Source: an optimization exercise on an open RTL-to-GDS flow (aim: small area, a short achievable clock period and few clock cycles). Production flows keep margins and buffers that such runs may drop. The RTL was checked by simulation tests, not by an equivalence proof against the original design.

==> flow/design.v (outline; a module is shown in full before it is edited, if it fits) <==
// module crc_channel: 3787 lines
// module crc_x2: 7 lines
module crc_channel (
    input  wire        clk,
    input  wire        rst,             
    input  wire        cmd_go,
    input  wire [2:0]  cmd_set,
    input  wire        cmd_expect_en,
    input  wire [31:0] cmd_len,
    input  wire [63:0] cmd_exp,
    input  wire        cmd_terminate,
    input  wire        in_valid,
    output wire        in_ready,
    input  wire [63:0] in_data,
    output reg         done,
    output wire [1:0]  state,
    output reg  [7:0]  code,
    output reg         match,
    output reg  [63:0] result
);
  // ...
==> flow/flow/run.sh <==
#!/bin/bash
# The standard layout (standard.sh: standard synthesis, floorplan, placement,
# CTS, routing, finish), with one change: the buffers that buffer_ports puts on
# every input and output port are sky130_fd_sc_hd__buf_2 cells instead of the
# cell buffer_ports picks by itself (clkdlybuf4s50_1, a delay cell).
# make's full output goes to flow_make.log here; each ORFS step also writes its
# own log under orfs/logs/.
set -euo pipefail
bash standard.sh 'BUFFER_PORTS_ARGS=-buffer_cell sky130_fd_sc_hd__buf_2' finish > flow_make.log 2>&1
==> flow/standard.sh <==
#!/bin/bash
# synth_recipe.tcl (not shown) runs the flow's synth.tcl, then flattens the netlist and writes it again
# the make line also repeats each setting of config.mk as NAME=value (left out here)
make -C /OpenROAD-flow-scripts/flow DESIGN_CONFIG=/design/flow/config.mk WORK_HOME=/design/flow/orfs CLKGATE_MAP_FILE= SYNTH_SCRIPT=/design/flow/synth_recipe.tcl "${@:-finish}"
==> flow/config.mk <==
export PLATFORM = sky130hd
export DESIGN_NAME = crc_channel
export DESIGN_NICKNAME = crc_channel
export VERILOG_FILES = /design/flow/design.v
export SDC_FILE = /design/flow/constraint.sdc
export NUM_CORES = 4
export LEC_CHECK = 0
export CAP_MARGIN = 20
export CORE_MARGIN = 2
export CORE_UTILIZATION = 40
export CTS_BUF_LIST = sky130_fd_sc_hd__clkbuf_8
export SLEW_MARGIN = 20
export SYNTH_HIERARCHICAL = 1
==> flow/constraint.sdc <==
create_clock -name core_clock -period 20.0 [get_ports {clk}]
set_input_delay 4.0000 -clock core_clock [delete_from_list [all_inputs] [get_ports {clk}]]
set_output_delay 4.0000 -clock core_clock [all_outputs]
set_load 0.01 [all_outputs]
==> flow_metrics.py, run 1 <==
metrics = {
    "floorplan": {
        "well_tap_count": 1144,
    },
    "grt": {
        "most_crowded_layer_gr": "met2",
        "globalRouteMet1Util_pct": 63.4,
        "grt_antenna_before_repair": 6,
    },
    "layout": {
        "bufAreaShareNonClock_pct": 7.87,
        "multi_input_area_share_pct": 64.2,
        "fin_nets": 4468,
    },
    "placement": {
        "detailed_place.area_mm2": 0.0387,
        "place.detailed.instances": 5383,
    },
    "yosys": {
        "ys_seq_area_share_pct": 24.6,
        "syn-mean-instance-area_um2": 8.72,
        "synth_edf_count": 99,
        "xor_xnor_share_of_the_synthesized_area_pct": 51.0,
        "synth.ff_latch_count": 371,
        "ys_warn_count": 7,
    },
    "timing": {
        "timing.slew.headroom_pct": 10.9,
        "fin_worst_skew_ns": 0.0465,
        "setup_violations": 0,
        "setup_total_negative_slack_ns": 0,
        "layout_setup_ws_ns": 13.93,
    },
    "setup_path": {
        "cp.required_ns": 20.50,
        "worst_setup_path_end_kind": "register",
        "reg2regPathDepth": 14,
        "crit_chain": "xor2_1 > buf_4 > xor2_4 > buf_4 > xor2_2 > buf_4 > xor2_1 > xor2_1 > xor2_1 > xor2_1 > a222oi_1 > xor2_1 > mux2i_1 > nor2_1",
        "critical-path-top-delay-family": "XOR/XNOR gates",
    },
    "hold_path": {
        "hold_path.class": "register to register",
    },
    "route": {
        "drt-met1-wl_mm": 86.0,
        "detailedRoute.firstPassIterationCount": 8,
    },
    "outcome": {
        "outcome": "timing/DRC/antenna clean",
    },
    "clock_network": {
        "cts.hold.buffers_added": 0,
        "cts_buffer_depth": 3,
        "clock_sinks": 371,
    },
}
Testbench counts, summed over its fixed seeds: cycles 18,581.
==> run 2: changes to the inputs <==
--- a/flow/design.v
+++ b/flow/design.v
@@ -24,27 +24,28 @@
     reg        st_q;        
     reg        rdy_q;       
     reg        valid_q;     
     reg        pend_q;      
     reg        first_q;     
     reg        nb_q;        
     reg [4:0]  sel_q;       
     reg [2:0]  k_q;         
-    reg [7:0]  mask_q;      
+    reg [7:0]  mh_q;        
+    reg [6:0]  mt_q;        
+    reg        rj_q;        
+    reg        z_q;         
     reg        exp_en_q;
     reg [63:0] xexp_q;      
     reg [31:3] rem_q;       
-    reg [63:0] head_q;      
-    reg [55:0] tail_q;      
+    reg [63:0] rot_q;       
     reg [63:0] crc_q;       
     wire       idle    = !run_q;
     wire       invalid = cmd_set[2] & (cmd_set[1] | cmd_set[0]);
     wire       len0    = (cmd_len == 32'd0);
-    wire       len_le8 = (cmd_len[31:4] == 28'd0) && !(cmd_len[3] && cmd_len[2:0] != 3'd0);
     wire       start   = idle && cmd_go && !invalid && !len0;
     wire       take    = in_valid && rdy_q;
     wire       proc    = run_q && valid_q;
     wire       knz     = (k_q != 3'd0);
     wire       last    = (rem_q[31:4] == 28'd0) && !(rem_q[3] && knz);
     wire       gt16    = (rem_q[31:5] != 27'd0) || (rem_q[4] && (rem_q[3] || knz));
     wire [4:0] sel_in  = (cmd_set == 3'd0) ? 5'b00001 :
                          (cmd_set == 3'd1) ? 5'b00010 :
@@ -52,34 +53,36 @@
                          (cmd_set == 3'd3) ? 5'b01000 : 5'b10000;
     wire [2:0]   kin    = run_q ? k_q : cmd_len[2:0];
     wire [4:0]   sel_fb = idle ? sel_in : (nb_q ? sel_q : 5'b00000);    
     wire [63:0]  inv_in = {32'h0, {16{sel_fb[0] | sel_fb[1]}}, {8{sel_fb[0] | sel_fb[1] | sel_fb[2]}},
                            {8{sel_fb[0] | sel_fb[1] | sel_fb[2] | sel_fb[3]}}};
     wire [63:0]  d_in   = in_data ^ inv_in;
     wire [127:0] dd     = {d_in, d_in};
     wire [63:0]  rot_in = dd >> {kin, 3'b000};
-    wire [7:0]   m_in;
-    wire [63:0]  head_in, tail_in;
+    wire [63:0]  head, tail;
     genvar gj;
     generate
         for (gj = 0; gj < 8; gj = gj + 1) begin : g_win
-            assign head_in[8*gj +: 8] = m_in[gj] ? rot_in[8*gj +: 8] : 8'h00;
-            assign tail_in[8*gj +: 8] = m_in[gj] ? 8'h00 : rot_in[8*gj +: 8];
+            assign head[8*gj +: 8] = rot_q[8*gj +: 8] & {8{mh_q[gj]}};
+        end
+        for (gj = 0; gj < 7; gj = gj + 1) begin : g_tail
+            assign tail[8*gj +: 8] = rot_q[8*gj +: 8] & {8{mt_q[gj]}};
         end
     endgenerate
-    wire [63:0]  x = head_q ^ crc_q;
+    assign tail[63:56] = 8'h00;
+    wire [63:0]  x = head ^ crc_q;
     wire [63:0]  ovf = ({64{sel_q[0] & (k_q == 3'd1)}} & 64'h0000000000FFFFFF) |
                        ({64{sel_q[0] & (k_q == 3'd2)}} & 64'h000000000000FFFF) |
                        ({64{sel_q[0] & (k_q == 3'd3)}} & 64'h00000000000000FF) |
                        ({64{sel_q[1] & (k_q == 3'd1)}} & 64'h0000000000FFFFFF) |
                        ({64{sel_q[1] & (k_q == 3'd2)}} & 64'h000000000000FFFF) |
                        ({64{sel_q[1] & (k_q == 3'd3)}} & 64'h00000000000000FF) |
                        ({64{sel_q[2] & (k_q == 3'd1)}} & 64'h00000000000000FF);
-    wire [63:0]  add_new = last ? (first_q ? ovf : 64'h0) : {8'h00, tail_q};
+    wire [63:0]  add_new = last ? (first_q ? ovf : 64'h0) : tail;
     wire c0;
     crc_x2 u_c0 (.a(x[12]), .b(x[13]), .y(c0));
     wire c1;
     crc_x2 u_c1 (.a(x[18]), .b(x[36]), .y(c1));
     wire c2;
     crc_x2 u_c2 (.a(x[14]), .b(x[42]), .y(c2));
     wire c3;
     crc_x2 u_c3 (.a(x[11]), .b(x[32]), .y(c3));
@@ -3701,28 +3704,27 @@
             3'd2: mask_in = 8'hC0;
             3'd3: mask_in = 8'hE0;
             3'd4: mask_in = 8'hF0;
             3'd5: mask_in = 8'hF8;
             3'd6: mask_in = 8'hFC;
             default: mask_in = 8'hFE;
         endcase
     end
-    assign m_in = run_q ? mask_q : mask_in;
     integer i;
     assign in_ready = rdy_q;
     assign state    = {1'b0, st_q};
     always @(posedge clk) begin
-        head_q  <= head_in;
-        tail_q  <= tail_in[55:0];
+        rot_q   <= rot_in;
         valid_q <= take;
         if (idle) begin
             sel_q    <= sel_in;
             k_q      <= cmd_len[2:0];
-            mask_q   <= mask_in;
+            mh_q     <= mask_in;
+            mt_q     <= ~mask_in[6:0];
             exp_en_q <= cmd_expect_en;
             xexp_q   <= cmd_exp ^ xo_in;
             rem_q    <= cmd_len[31:3];
         end else if (proc) begin
             rem_q    <= rem_q - 29'd1;
         end
         if (idle)
             crc_q <= 64'h0;
@@ -3732,36 +3734,36 @@
         nb_q    <= (idle | nb_q) & !take;
     end
     always @(posedge clk) begin
         if (rst) begin
             run_q  <= 1'b0;
             st_q   <= 1'b0;
             rdy_q  <= 1'b1;
             pend_q <= 1'b0;
+            rj_q   <= 1'b0;
+            z_q    <= 1'b0;
             done   <= 1'b0;
             code   <= 8'h00;
             match  <= 1'b0;
             result <= 64'h0;
         end else begin
             done <= 1'b0;
             if (idle) begin
-                rdy_q  <= !(start && in_valid && len_le8);
+                rdy_q  <= 1'b1;
                 pend_q <= 1'b0;
-                if (cmd_go) begin
-                    if (invalid) begin
-                        code <= REJECTED_INVALID;
-                        done <= 1'b1;
-                    end else if (len0) begin
-                        code <= DONE_OK;
-                        done <= 1'b1;
-                    end else begin
-                        run_q <= 1'b1;
-                        st_q   <= 1'b1;
-                    end
+                rj_q   <= cmd_go && invalid;
+                z_q    <= cmd_go && !invalid && len0;
+                if (start) begin
+                    run_q <= 1'b1;
+                    st_q  <= 1'b1;
+                end
+                if (rj_q || z_q) begin
+                    code <= rj_q ? REJECTED_INVALID : DONE_OK;
+                    done <= 1'b1;
                 end
             end else if (cmd_terminate) begin
                 code   <= ABORTED_FAULT;
                 done   <= 1'b1;
                 run_q  <= 1'b0;
                 st_q   <= 1'b0;
                 rdy_q  <= 1'b1;
                 pend_q <= 1'b0;
==> flow/config.mk (replaced) <==
export PLATFORM = sky130hd
export DESIGN_NAME = crc_channel
export DESIGN_NICKNAME = crc_channel
export VERILOG_FILES = /design/flow/design.v
export SDC_FILE = /design/flow/constraint.sdc
export NUM_CORES = 4
export LEC_CHECK = 0
export CAP_MARGIN = 20
export CORE_MARGIN = 2
export CORE_UTILIZATION = 40
export SLEW_MARGIN = 20
export SYNTH_HIERARCHICAL = 1
==> flow_metrics.py, run 2 <==
metrics = {
    "outcome": {
        "outcome": "timing/DRC/antenna clean",
    },
    "layout": {
        "synthToLayoutAreaGrowth_pct": 16.2,
        "drive_gt1_share_pct": 15.7,
        "most-common-layout-cells": "xor2_1 (1789), nand2_1 (289), buf_2 (241)",
        "layout.cells.non_filler": 5233,
        "fin_nets": 4298,
        "seq_area_mm2": 0.00760,
        "layout.cells.most_common": "xor2_1",
        "fillerInstances": 8069,
        "multiInputGateArea_mm2": 0.0255,
    },
    "floorplan": {
        "fp.dieW_um": 292,
        "io_pins": 246,
        "placeableCoreArea_mm2": 0.0822,
        "floorplan.rows": 105,
        "dieArea_mm2": 0.0855,
        "fp.dieH_um": 292,
        "initial_core_utilization_pct": 40.5,
    },
    "setup_path": {
        "endpoint_of_the_worst_setup_timing_path": "crc_q[3]$_SDFFE_PN0P_",
        "timing.critical_path.arrival_ns": 6.34,
        "crit_chain": "nand2_1 > xnor2_1 > buf_4 > xor2_1 > xor2_1 > xor2_1 > xor2_1 > xor2_1 > a222oi_1 > nand2_1 > xor2_1 > o21ai_0",
        "critical-path-top-delay-family": "XOR/XNOR gates",
        "timing.critical_path.mode_cell": "xor2_1",
        "critical-path-slowest-cell": "xor2_1",
        "reg2reg_setup_slack_ns": 14.09,
        "critical-path-max-stage-delay_ns": 0.95,
        "path_depth": 12,
        "worst_setup_path_end_kind": "register",
        "critical_path.startpoint_type": "register",
        "cp_class": "register to register",
        "crit-reg2reg-capture": "crc_q[3]$_SDFFE_PN0P_",
        "cp_max_fo": 8,
        "critPathLaunch": "mh_q[4]$_DFFE_PN_",
        "reg2regPathDepth": 12,
        "cp.required_ns": 20.43,
        "rr_startpoint": "mh_q[4]$_DFFE_PN_",
        "worstPathBufferInverterCount": 1,
    },
    "route": {
        "routed_wire_length_per_instance_um": 37.4,
        "drt_first_iter_violations": 5157,
        "wirelength_mm": 196,
        "number_of_nets_with_antenna_violations_after_routing": 0,
        "detail_route.drc_violations": 0,
        "routed-via-count": 31800,
        "vias_per_cell": 6.08,
        "detailedRoute.firstPassIterationCount": 7,
    },
    "yosys": {
        "asyncSetResetFlopFracSynth_pct": 0,
        "synth_compound_gate_area_share_pct": 8.74,
        "muxShareOfSynthArea_pct": 3.92,
        "xor_xnor_share_of_the_synthesized_area_pct": 52.2,
        "yosysTopAreaCellShare_pct": 48.7,
        "synth.cells.most_frequent": "xor2_1 (1849), nand2_1 (289), dfxtp_1 (210)",
        "synth_simple_gate_area_share_pct": 9.83,
        "synth.ff_latch_count": 323,
        "synth-main-ff-cell": "dfxtp_1",
        "synth_top_area_cell": "xor2_1",
        "ys_seq_area_share_pct": 22.8,
        "synthMostInstantiatedCell": "xor2_1",
        "synth.distinct_cells": 66,
        "synth_area_mm2": 0.0333,
        "synth_top_family_by_area": "XOR/XNOR gates",
        "synth_area_leaders": "xor2_1 (49%), dfxtp_1 (13%), edfxtp_1 (10%)",
        "syn-mean-instance-area_um2": 8.72,
        "synth_adder_area_share_pct": 0.0376,
        "synthCells": 3819,
        "ys_warn_count": 7,
        "synth_edf_count": 113,
    },
    "timing": {
        "fmaxAchievable_ghz": 0.169,
        "setup_repair_after_global_routing_missed_its_margin": "no",
        "fin_worst_skew_ns": 0.0314,
        "finalHoldViolCount": 0,
        "timing.final.max_slew_violations": 0,
        "setup_total_negative_slack_ns": 0,
        "setup_violations": 0,
        "timing.slew.headroom_pct": 8.18,
        "final.period_utilization_pct": 29.6,
        "worst_slew_pin_slew_ns": 1.37,
        "post-route-min-period_ns": 5.91,
    },
    "clock_network": {
        "cts_buffer_depth": 3,
        "cts.repair.resized": 0,
        "clkSlewWorstSetupHoldPaths_ns": 0.06,
        "cts.hold.buffers_added": 0,
        "clock_sinks": 323,
        "clk_root_buffer_cell": "clkbuf_16",
        "htree_levels": 2,
        "postCtsSetupBuffers": 0,
        "clock_latency_ns": 0.56,
        "tritoncts.num_buffers": 35,
        "tritoncts": "yes",
    },
    "placement": {
        "place.port_buffers": 240,
        "post-dp-hpwl_mm": 150,
        "finalWeightedCongestion": 1.15,
        "place.detailed.instances": 5159,
    },
    "hold_path": {
        "hold_path.class": "register to register",
    },
    "grt": {
        "grt_antenna_before_repair": 10,
        "first_global_vias": 29400,
        "grt_max_degree": 135,
        "grt_remaining_overflow": 0,
        "groute.usage.overall_pct": 44.3,
        "grt_first_pass_wirelength_mm": 257,
    },
    "flow_run": {
        "max_cap_violations": 0,
    },
}
run 2: per-stage QoR:
step,util [%],cell area [um2],hold WS [ns],setup slack (ns)
final,47.0,38700,0.449,14.09
after global routing,47.0,38700,0.472,14.20
after CTS,47.0,38600,0.451,14.22
after detailed placement,45.4,37400,0.444,13.82
after global placement,45.4,37300,0.437,13.50
after floorplan,-,33300,0.446,14.09
run 2: cells by family after synthesis:
| group | Yosys count |
|---|---|
| buf+inv | 210 |
| flops | 323 |
| mux | 121 |
| other cells | 1 |
| compound gates | 469 |
| fa+ha+maj | 1 |
| simple gates | 712 |
| xor+xnor | 1982 |
run 2: worst register-to-register path, cell delays in order (launching register included):
cell	delay (ns)
edfxtp_1	0.59
nand2_1	0.13
xnor2_1	0.68
buf_4	0.44
xor2_1	0.71
xor2_1	0.95
xor2_1	0.33
xor2_1	0.26
xor2_1	0.17
a222oi_1	0.71
nand2_1	0.38
xor2_1	0.26
o21ai_0	0.18
run 2: cell type report:
type | count | area share [%]
Multi-Input combinational cell | 3290 | 66.0
Timing Repair Buffer | 461 | 7.43
Clock buffer | 49 | 2.75
Inverter | 17 | 0.178
Sequential cell | 323 | 19.7
Clock inverter | 15 | 0.492
Antenna cell | 8 | 0.0517
Tap cell | 1070 | 3.46
run 2: worst min-delay path by stage:
stage          slack (ns)                      end               startpoint  depth (start not counted)
5_1_grt              0.47     code[0]$_SDFFE_PP0P_     code[0]$_SDFFE_PP0P_                          2
3_5_place_dp         0.44  result[50]$_SDFFE_PP0P_  result[50]$_SDFFE_PP0P_                          2
3_3_place_gp         0.44  result[35]$_SDFFE_PP0P_  result[35]$_SDFFE_PP0P_                          2
4_1_cts              0.45  result[37]$_SDFFE_PP0P_  result[37]$_SDFFE_PP0P_                          2
6_report             0.45  result[50]$_SDFFE_PP0P_  result[50]$_SDFFE_PP0P_                          2
2_1_floorplan        0.45     first_q$_SDFFE_PN1P_     first_q$_SDFFE_PN1P_                          2
run 2: routing by layer:
metal  routed length, um  vias to the layer above  GRT usage (%)
li1                    -                    13200              -
met1               76800                    15400           57.3
met3               28700                      661           18.9
met5                  41                        -              0
met4               14900                        6           27.3
met2               75400                     2519           60.0
run 2: modules after synthesis, one instance, submodules excluded:
module / flip-flops and latches / cells
crc_channel: 323 / 2077
crc_x2: 0 / 1
Testbench counts of run 2, summed over its fixed seeds: cycles 18,581.
==> run 3: changes to the inputs <==
--- a/flow/config.mk
+++ b/flow/config.mk
@@ -5,8 +5,9 @@
 export SDC_FILE = /design/flow/constraint.sdc
 export NUM_CORES = 4
 export LEC_CHECK = 0
-export CAP_MARGIN = 20
+export CAP_MARGIN = 50
 export CORE_MARGIN = 2
 export CORE_UTILIZATION = 40
-export SLEW_MARGIN = 20
+export CTS_BUF_LIST = sky130_fd_sc_hd__clkbuf_8
+export SLEW_MARGIN = 50
 export SYNTH_HIERARCHICAL = 1
==> flow_metrics.py, run 3 <==
metrics = {
    "yosys": {
        "synth_simple_gate_area_share_pct": 9.83,
        "synth.distinct_cells": 66,
        "synth_top_family_by_area": "XOR/XNOR gates",
        "synth_area_mm2": 0.0333,
        "muxShareOfSynthArea_pct": 3.92,
        "ys_seq_area_share_pct": 22.8,
        "xor_xnor_share_of_the_synthesized_area_pct": 52.2,
        "synth_top_area_cell": "xor2_1",
        "synth.cells.most_frequent": "xor2_1 (1849), nand2_1 (289), dfxtp_1 (210)",
        "yosysTopAreaCellShare_pct": 48.7,
        "synthCells": 3819,
        "synthMostInstantiatedCell": "xor2_1",
        "syn-mean-instance-area_um2": 8.72,
        "synth_adder_area_share_pct": 0.0376,
        "synth_edf_count": 113,
        "synth_area_leaders": "xor2_1 (49%), dfxtp_1 (13%), edfxtp_1 (10%)",
        "synth-main-ff-cell": "dfxtp_1",
        "synth.ff_latch_count": 323,
        "ys_warn_count": 7,
        "asyncSetResetFlopFracSynth_pct": 0,
        "synth_compound_gate_area_share_pct": 8.74,
    },
    "placement": {
        "finalWeightedCongestion": 1.15,
        "setup_slack_at_placement_ns": 13.83,
        "post-dp-hpwl_mm": 151,
        "place.port_buffers": 240,
    },
    "timing": {
        "setup_total_negative_slack_ns": 0,
        "finalHoldViolCount": 0,
        "post-route-min-period_ns": 5.62,
        "final.period_utilization_pct": 28.1,
        "setup_repair_after_global_routing_missed_its_margin": "no",
        "setup_violations": 0,
        "worst_slew_pin_slew_ns": 0.878,
        "fmaxAchievable_ghz": 0.178,
        "timing.slew.headroom_pct": 41.2,
        "fin_worst_skew_ns": 0.0651,
        "hold_ws_ns": 0.450,
        "timing.final.max_slew_violations": 0,
        "layout_setup_ws_ns": 14.38,
    },
    "clock_network": {
        "clock_sinks": 323,
        "clkSlewWorstSetupHoldPaths_ns": 0.06,
        "tritoncts": "yes",
        "cts_buffer_depth": 3,
        "postCtsSetupBuffers": 0,
        "clock_latency_ns": 0.71,
        "cts.repair.resized": 0,
        "cts.hold.buffers_added": 0,
        "clk_root_buffer_cell": "clkbuf_8",
        "htree_levels": 2,
        "tritoncts.num_buffers": 53,
    },
    "grt": {
        "grt_remaining_overflow": 0,
        "grt_first_pass_wirelength_mm": 258,
        "first_global_vias": 29500,
        "groute.usage.overall_pct": 44.5,
        "grt_antenna_before_repair": 6,
        "grt_max_degree": 135,
    },
    "floorplan": {
        "initial_core_utilization_pct": 40.5,
        "fp.dieH_um": 292,
        "floorplan.rows": 105,
        "io_pins": 246,
        "dieArea_mm2": 0.0855,
        "fp.dieW_um": 292,
        "placeableCoreArea_mm2": 0.0822,
    },
    "route": {
        "wirelength_mm": 197,
        "drt_first_iter_violations": 4535,
        "detailedRoute.firstPassIterationCount": 6,
        "detail_route.drc_violations": 0,
        "routed_wire_length_per_instance_um": 37.3,
        "routed-via-count": 31700,
        "vias_per_cell": 6.02,
        "number_of_nets_with_antenna_violations_after_routing": 0,
    },
    "setup_path": {
        "reg2regPathDepth": 17,
        "reg2reg_setup_slack_ns": 14.38,
        "cp.required_ns": 20.57,
        "critical_path.startpoint_type": "register",
        "rr_startpoint": "mh_q[1]$_DFFE_PN_",
        "timing.critical_path.arrival_ns": 6.19,
        "worst_setup_path_end_kind": "register",
        "cp_class": "register to register",
        "cp_max_fo": 11,
        "crit-reg2reg-capture": "crc_q[3]$_SDFFE_PN0P_",
    },
    "layout": {
        "multiInputGateArea_mm2": 0.0264,
        "final_core_utilization_pct": 48.1,
        "fin_nets": 4325,
        "synthToLayoutAreaGrowth_pct": 19.0,
        "fillerInstances": 7988,
        "layout.cells.most_common": "xor2_1",
        "seq_area_mm2": 0.00760,
        "most-common-layout-cells": "xor2_1 (1702), nand2_1 (288), buf_2 (242)",
        "drive_gt1_share_pct": 18.5,
    },
    "hold_path": {
        "hold_path.class": "register to register",
        "hold_path_origin": "result[50]$_SDFFE_PP0P_",
        "min_path_cells": 2,
        "worst_hold_path.endpoint": "result[50]$_SDFFE_PP0P_",
    },
    "flow_run": {
        "max_cap_violations": 0,
    },
    "outcome": {
        "outcome": "timing/DRC/antenna clean",
    },
}
-- run 3: worst max-delay path by stage --
| stage | startpoint | endpoint | slack [ns] |
|---|---|---|---|
| after floorplan | cmd_set[2] | rot_q[61]$_DFF_P_ | 14.09 |
| after global placement | cmd_len[0] | rot_q[48]$_DFF_P_ | 13.50 |
| final | mh_q[1]$_DFFE_PN_ | crc_q[3]$_SDFFE_PN0P_ | 14.38 |
| after global routing | cmd_len[0] | rot_q[21]$_DFF_P_ | 14.43 |
| after detailed placement | cmd_len[0] | rot_q[17]$_DFF_P_ | 13.83 |
| after CTS | crc_q[13]$_SDFFE_PN0P_ | crc_q[3]$_SDFFE_PN0P_ | 14.48 |
-- run 3: per-module statistics from Yosys (local to each module, per instance) --
module | area, um2 | copies in the design | cells | flops+latches
crc_channel | 18000 | 1 | 2077 | 323
crc_x2 | 8.76 | 1742 | 1 | 0
-- run 3: worst max-delay path, stage by stage, from the launching register on --
cell      delay, ns
edfxtp_1       0.55
nand2_1        0.11
xnor2_1        0.17
buf_4          0.43
xor2_1         0.18
buf_4          0.47
xor2_1         0.36
buf_4          0.27
xor2_4         0.69
buf_4          0.32
xor2_1         0.21
xor2_1         0.49
xor2_1         0.13
a222oi_1       0.36
clkbuf_2       0.23
nand2_1        0.17
xor2_1         0.20
o21ai_0        0.17
-- run 3: per-stage QoR --
| stage | cells | instance area (um2) |
|---|---|---|
| floorplan | 3823 | 33300 |
| global placement | 5157 | 37300 |
| detailed placement | 5169 | 38300 |
| CTS | 5263 | 39400 |
| global route | 5266 | 39600 |
| finish | 5267 | 39600 |
-- run 3: logic make-up after synthesis --
family / Yosys count
AOI/OAI and AO/OA: 469
xor gates and xnor gates: 1982
adders and majority gates: 1
buffers and inverters: 210
DFF: 323
muxes: 121
other: 1
and+or+nand+nor: 712
-- run 3: final cells by class --
| cell class | count | share of cell area, % |
|---|---|---|
| multi-input combinational | 3290 | 66.8 |
| sequential | 323 | 19.2 |
| timing repair buffer | 470 | 7.57 |
| tap | 1070 | 3.38 |
| clock buffer | 67 | 2.33 |
| clock inverter | 27 | 0.528 |
| inverter | 17 | 0.186 |
| antenna | 3 | 0.0190 |
-- run 3: metal layers --
layer  wire, um  share of wire (%)  global-route usage (%)  vias to the layer above
met5        324               0.16                    1.64                        -
met4      15400                7.8                    28.9                        6
met2      75000                 38                    59.2                     2406
li1           -                  -                       -                    13200
met1      76400                 39                    56.6                    15500
met3      29500                 15                    20.9                      643
==> run 4: changes to the inputs <==
--- a/flow/config.mk
+++ b/flow/config.mk
@@ -5,7 +5,7 @@
 export SDC_FILE = /design/flow/constraint.sdc
 export NUM_CORES = 4
 export LEC_CHECK = 0
-export CAP_MARGIN = 50
+export CAP_MARGIN = 20
 export CORE_MARGIN = 2
 export CORE_UTILIZATION = 40
 export CTS_BUF_LIST = sky130_fd_sc_hd__clkbuf_8
==> flow_metrics.py, run 4 <==
metrics = {
    "grt": {
        "most_crowded_layer_gr": "met2",
        "grt_max_degree": 135,
        "first_global_vias": 29500,
        "use_met3_pct": 20.9,
        "grt_first_pass_wirelength_mm": 258,
        "groute.usage.overall_pct": 44.5,
        "globalRouteMet1Util_pct": 56.6,
        "grt_antenna_before_repair": 6,
        "grt_use_met2_pct": 59.2,
        "grt_remaining_overflow": 0,
    },
    "route": {
        "drt_first_iter_violations": 4535,
        "detailedRoute.firstPassIterationCount": 6,
        "detail_route.drc_violations": 0,
        "vias_per_cell": 6.02,
        "wirelength_mm": 197,
        "number_of_nets_with_antenna_violations_after_routing": 0,
        "routed-via-count": 31700,
        "routed_wire_length_per_instance_um": 37.3,
    },
    "clock_network": {
        "clock_latency_ns": 0.71,
        "htree_levels": 2,
        "cts.repair.resized": 0,
        "clkSlewWorstSetupHoldPaths_ns": 0.06,
        "tritoncts.num_buffers": 53,
        "cts_buffer_depth": 3,
        "cts.hold.buffers_added": 0,
        "tritoncts": "yes",
        "clock_sinks": 323,
        "clk_root_buffer_cell": "clkbuf_8",
        "postCtsSetupBuffers": 0,
    },
    "yosys": {
        "synth.distinct_cells": 66,
        "synth_area_leaders": "xor2_1 (49%), dfxtp_1 (13%), edfxtp_1 (10%)",
        "synth.cells.most_frequent": "xor2_1 (1849), nand2_1 (289), dfxtp_1 (210)",
        "synth_top_area_cell": "xor2_1",
        "yosysTopAreaCellShare_pct": 48.7,
        "syn-mean-instance-area_um2": 8.72,
        "synth.ff_latch_count": 323,
        "synth_edf_count": 113,
        "synth-main-ff-cell": "dfxtp_1",
        "synthCells": 3819,
        "synthMostInstantiatedCell": "xor2_1",
        "ys_warn_count": 7,
        "asyncSetResetFlopFracSynth_pct": 0,
        "synth_area_mm2": 0.0333,
        "ys_seq_area_share_pct": 22.8,
    },
    "setup_path": {
        "worst_setup_path_end_kind": "register",
        "cp.required_ns": 20.57,
        "timing.critical_path.arrival_ns": 6.19,
        "critical_path.startpoint_type": "register",
        "cp_max_fo": 11,
        "reg2regPathDepth": 17,
        "cp_class": "register to register",
        "reg2reg_setup_slack_ns": 14.38,
    },
    "layout": {
        "fillerInstances": 7988,
        "final_design_area_no_fill_mm2": 0.0396,
        "fin_nets": 4325,
        "synthToLayoutAreaGrowth_pct": 19.0,
        "multiInputGateArea_mm2": 0.0264,
        "seq_area_mm2": 0.00760,
        "layout.cells.most_common": "xor2_1",
        "most-common-layout-cells": "xor2_1 (1702), nand2_1 (288), buf_2 (242)",
        "drive_gt1_share_pct": 18.5,
    },
    "floorplan": {
        "placeableCoreArea_mm2": 0.0822,
        "io_pins": 246,
        "fp.dieW_um": 292,
        "fp.dieH_um": 292,
        "floorplan.rows": 105,
        "initial_core_utilization_pct": 40.5,
        "dieArea_mm2": 0.0855,
    },
    "timing": {
        "setup_repair_after_global_routing_missed_its_margin": "no",
        "fin_worst_skew_ns": 0.0651,
        "worst_slew_pin_slew_ns": 0.878,
        "final.period_utilization_pct": 28.1,
        "fmaxAchievable_ghz": 0.178,
        "finalHoldViolCount": 0,
        "setup_total_negative_slack_ns": 0,
        "timing.slew.headroom_pct": 41.2,
        "setup_violations": 0,
        "post-route-min-period_ns": 5.62,
        "timing.final.max_slew_violations": 0,
    },
    "placement": {
        "finalWeightedCongestion": 1.15,
        "place.port_buffers": 240,
        "post-dp-hpwl_mm": 151,
        "detailed_place.area_mm2": 0.0383,
    },
    "hold_path": {
        "hold_path.class": "register to register",
        "min_path_cells": 2,
    },
    "flow_run": {
        "max_cap_violations": 0,
    },
    "outcome": {
        "outcome": "timing/DRC/antenna clean",
    },
}
==> run 4: cell counts in the layout (fill, tap and decap cells not counted) <==
No cell type changed its count.
==> run 4: path summary, 6_finish.rpt <==
check                                              from                 endpoint
worst max-delay path                  mh_q[1]$_DFFE_PN_    crc_q[3]$_SDFFE_PN0P_
worst min-delay path            result[50]$_SDFFE_PP0P_  result[50]$_SDFFE_PP0P_
worst max register to register        mh_q[1]$_DFFE_PN_    crc_q[3]$_SDFFE_PN0P_
worst min register to register  result[50]$_SDFFE_PP0P_  result[50]$_SDFFE_PP0P_
==> run 4: area by class of cell <==
type | instances | share of cell area (%)
diodes | 3 | 0.0190
clock buffers | 67 | 2.33
clock inverters | 27 | 0.528
inverters | 17 | 0.186
multi-input cells | 3290 | 66.8
flip-flops and latches | 323 | 19.2
well taps | 1070 | 3.38
repair buffers | 470 | 7.57
==> run 4: Yosys stat by module, one instance, submodules excluded <==
| module | copies in the design | cells | cell area (um2) | flops+latches |
|---|---|---|---|---|
| crc_channel | 1 | 2077 | 18000 | 323 |
| crc_x2 | 1742 | 1 | 8.76 | 0 |
==> run 4: metal layers <==
| layer | wire (um) | part of all wire, % |
|---|---|---|
| met4 | 15400 | 7.8 |
| met3 | 29500 | 15 |
| met5 | 324 | 0.16 |
| met2 | 75000 | 38 |
| met1 | 76400 | 39 |
==> run 4: worst max-delay path: stages, from the launching register on <==
cell	delay, ns
edfxtp_1	0.55
nand2_1	0.11
xnor2_1	0.17
buf_4	0.43
xor2_1	0.18
buf_4	0.47
xor2_1	0.36
buf_4	0.27
xor2_4	0.69
buf_4	0.32
xor2_1	0.21
xor2_1	0.49
xor2_1	0.13
a222oi_1	0.36
clkbuf_2	0.23
nand2_1	0.17
xor2_1	0.20
o21ai_0	0.17
==> run 4: logic make-up after synthesis <==
family                     Yosys count  share of synthesized area [%]
adders and majority gates            1                         0.0376
buffers and inverters              210                           2.48
other                                1                         0.0113
and+or+nand+nor                    712                           9.83
muxes                              121                           3.92
xor gates and xnor gates          1982                           52.2
AOI/OAI and AO/OA                  469                           8.74
DFF                                323                           22.8
==> run 4: through the flow <==
step	std cells	util [%]	setup slack (ns)	hold slack, ns
6_report	5267	48.1	14.38	0.450
4_1_cts	5263	47.9	14.48	0.452
2_1_floorplan	3823	-	14.09	0.446
3_5_place_dp	5169	46.5	13.83	0.444
5_1_grt	5266	48.1	14.43	0.470
3_3_place_gp	5157	45.4	13.50	0.437
==> run 5: changes to the inputs <==
--- a/flow/config.mk
+++ b/flow/config.mk
@@ -7,7 +7,8 @@
 export LEC_CHECK = 0
 export CAP_MARGIN = 20
 export CORE_MARGIN = 2
-export CORE_UTILIZATION = 40
+export CORE_UTILIZATION = 50
 export CTS_BUF_LIST = sky130_fd_sc_hd__clkbuf_8
+export PLACE_DENSITY = 0.7
 export SLEW_MARGIN = 50
 export SYNTH_HIERARCHICAL = 1
==> flow_metrics.py, run 5 <==
metrics = {
    "setup_path": {
        "critical-path-slowest-cell": "buf_4",
        "worst_setup_path_end_kind": "register",
        "timing.critical_path.mode_cell": "buf_4",
        "timing.critical_path.arrival_ns": 6.12,
        "reg2regPathDepth": 15,
        "cp_max_fo": 33,
        "reg2reg_setup_slack_ns": 14.38,
        "crit_chain": "buf_2 > mux2i_4 > buf_4 > inv_2 > buf_4 > o211ai_1 > a21boi_0 > mux2_2",
        "critical-path-max-stage-delay_ns": 0.47,
        "crit-reg2reg-capture": "crc_q[9]$_SDFFE_PN0P_",
        "critical_path.startpoint_type": "input port",
        "cp_class": "input port to register",
        "rr_startpoint": "rot_q[63]$_DFF_P_",
        "worstPathBufferInverterCount": 4,
        "cp.required_ns": 20.49,
        "critical-path-top-delay-family": "buffers and inverters",
    },
    "route": {
        "routed_wire_length_per_instance_um": 38.1,
        "vias_per_cell": 6.55,
        "number_of_nets_with_antenna_violations_after_routing": 0,
        "drt_first_iter_violations": 6145,
        "routed-via-count": 33200,
        "wirelength_mm": 193,
        "detailedRoute.firstPassIterationCount": 8,
        "detail_route.drc_violations": 0,
    },
    "timing": {
        "hold_ws_ns": 0.455,
        "timing.slew.headroom_pct": 41.6,
        "fmaxAchievable_ghz": 0.178,
        "final.period_utilization_pct": 28.1,
        "setup_total_negative_slack_ns": 0,
        "finalHoldViolCount": 0,
        "post-route-min-period_ns": 5.63,
        "worst_slew_pin_slew_ns": 0.873,
        "setup_violations": 0,
        "setup_repair_after_global_routing_missed_its_margin": "no",
        "fin_worst_skew_ns": 0.0346,
        "timing.final.max_slew_violations": 0,
        "layout_setup_ws_ns": 14.37,
    },
    "yosys": {
        "synth-main-ff-cell": "dfxtp_1",
        "synth_area_mm2": 0.0333,
        "asyncSetResetFlopFracSynth_pct": 0,
        "synth.distinct_cells": 66,
        "synth_edf_count": 113,
        "ys_seq_area_share_pct": 22.8,
        "synthCells": 3819,
        "synth_area_leaders": "xor2_1 (49%), dfxtp_1 (13%), edfxtp_1 (10%)",
        "ys_warn_count": 7,
        "synth.cells.most_frequent": "xor2_1 (1849), nand2_1 (289), dfxtp_1 (210)",
        "synthMostInstantiatedCell": "xor2_1",
        "synth.ff_latch_count": 323,
        "synth_top_area_cell": "xor2_1",
        "yosysTopAreaCellShare_pct": 48.7,
        "syn-mean-instance-area_um2": 8.72,
    },
    "layout": {
        "seq_area_mm2": 0.00760,
        "multiInputGateArea_mm2": 0.0263,
        "fin_nets": 4324,
        "fillerInstances": 5829,
        "layout.cells.non_filler": 5066,
        "layout.cells.most_common": "xor2_1",
        "drive_gt1_share_pct": 18.1,
        "synthToLayoutAreaGrowth_pct": 17.4,
        "final_design_area_no_fill_mm2": 0.0391,
        "most-common-layout-cells": "xor2_1 (1717), nand2_1 (288), buf_2 (246)",
        "final_core_utilization_pct": 59.4,
    },
    "floorplan": {
        "dieArea_mm2": 0.0687,
        "fp.dieW_um": 262,
        "floorplan.rows": 94,
        "fp.dieH_um": 262,
        "initial_core_utilization_pct": 50.5,
        "placeableCoreArea_mm2": 0.0659,
        "io_pins": 246,
    },
    "clock_network": {
        "htree_levels": 2,
        "tritoncts": "yes",
        "postCtsSetupBuffers": 0,
        "clkSlewWorstSetupHoldPaths_ns": 0.07,
        "clk_root_buffer_cell": "clkbuf_8",
        "cts.hold.buffers_added": 0,
        "cts_buffer_depth": 3,
        "cts.repair.resized": 0,
        "tritoncts.num_buffers": 50,
        "clock_sinks": 323,
        "clock_latency_ns": 0.63,
    },
    "placement": {
        "detailed_place.area_mm2": 0.0378,
        "place.port_buffers": 240,
        "setup_slack_at_placement_ns": 13.80,
        "finalWeightedCongestion": 1.24,
        "post-dp-hpwl_mm": 146,
        "place.detailed.instances": 4961,
    },
    "hold_path": {
        "hold_path_origin": "result[34]$_SDFFE_PP0P_",
        "hold_path.class": "register to register",
        "min_path_cells": 2,
        "worst_hold_path.endpoint": "result[34]$_SDFFE_PP0P_",
    },
    "grt": {
        "grt_max_degree": 80,
        "grt_remaining_overflow": 0,
        "first_global_vias": 30200,
        "grt_antenna_before_repair": 6,
        "groute.usage.overall_pct": 54.5,
        "grt_first_pass_wirelength_mm": 252,
    },
    "outcome": {
        "outcome": "timing/DRC/antenna clean",
    },
    "flow_run": {
        "max_cap_violations": 0,
    },
}
-- run 5: cell counts after synthesis --
Identical to the previous run, type by type.
-- run 5: kinds of logic after synthesis --
group                    count (synthesis)  synth area share [%]
AND/OR/NAND/NOR                        712                  9.83
XOR/XNOR                              1982                  52.2
flip-flops                             323                  22.8
AO/OA/AOI/OAI                          469                  8.74
other                                    1                0.0113
buffers and inverters                  210                  2.48
adder cells (fa/ha/maj)                  1                0.0376
multiplexers                           121                  3.92
-- run 5: metal layers --
metal / routed length (um) / GRT usage (%)
met5: 293 / 2.29
met4: 16900 / 38.2
met3: 34100 / 32.6
met2: 72200 / 70.1
met1: 69800 / 66.2
-- run 5: worst reg2reg max path: stages (launching register included) --
cell,delay [ns]
dfxtp_1,0.63
xor2_1,0.19
buf_4,0.38
xor2_1,0.66
buf_4,0.52
xor2_1,0.38
buf_4,0.34
xor2_1,0.55
buf_4,0.32
xor2_1,0.25
xor2_1,0.20
xor2_1,0.12
a22o_1,0.31
a221oi_1,0.35
xnor2_1,0.16
o21ai_0,0.09
-- run 5: cell type report --
class | instances | area share (%)
diodes | 6 | 0.0384
clock buffers | 61 | 2.15
clock inverters | 33 | 0.659
inverters | 17 | 0.189
multi-input cells | 3290 | 67.2
flip-flops and latches | 323 | 19.5
well taps | 864 | 2.77
repair buffers | 472 | 7.58
-- run 5: how the worst max path moves through the flow --
stage	start	to	slack, ns	depth (start not counted)
final	cmd_len[1]	rot_q[51]$_DFF_P_	14.37	8
after global routing	cmd_len[1]	rot_q[51]$_DFF_P_	14.29	8
after CTS	cmd_len[1]	rot_q[51]$_DFF_P_	14.42	8
after detailed placement	cmd_set[1]	rot_q[11]$_DFF_P_	13.80	9
after global placement	cmd_len[0]	rot_q[18]$_DFF_P_	13.56	9
after floorplan	cmd_set[2]	rot_q[61]$_DFF_P_	14.09	8
-- run 5: per-module statistics from Yosys (local to each module, per instance) --
| module | cells inside | flip-flops and latches |
|---|---|---|
| crc_channel | 2077 | 323 |
| crc_x2 | 1 | 0 |

-- what the ideal ports hide --
The flow's constraints put no driver on any port. The routed layouts listed below were extracted and timed again, unchanged, in two steps. Step 1 sets driving cells, clkbuf_16 on the clock port and buf_2 on the other inputs (assumed; they add their load-dependent delay and slew). Step 2 moves the port delays by t, midway between the first and last clock arrival at a register: inputs arrive t later, outputs are due t later. That takes back most of the time a late clock gives input paths. Slacks: ideal / step 1 / step 2; pairs: ideal / step 1.
run | t (ns) | setup WS [ns] | hold WS [ns] | worst setup path after step 2 | pins driven straight from the clock port
run 1 | 0.707 | 13.931 / 13.931 / 13.326 | 0.450 / 0.450 / 0.450 | input to register | 1
run 2 | 0.588 | 14.085 / 14.085 / 13.731 | 0.449 / 0.449 / 0.449 | input to register | 1
run 3 | 0.718 | 14.383 / 14.383 / 13.774 | 0.450 / 0.450 / 0.450 | input to register | 1
run 4 | 0.718 | 14.383 / 14.383 / 13.774 | 0.450 / 0.450 / 0.450 | input to register | 1
run 5 | 0.663 | 14.371 / 14.347 / 13.684 | 0.455 / 0.455 / 0.455 | input to register | 1
After both steps setup and hold are still met in every run listed. The setup slack of run 5, which loses most, moves by -0.024 ns with the drivers and by -0.687 ns with both steps.
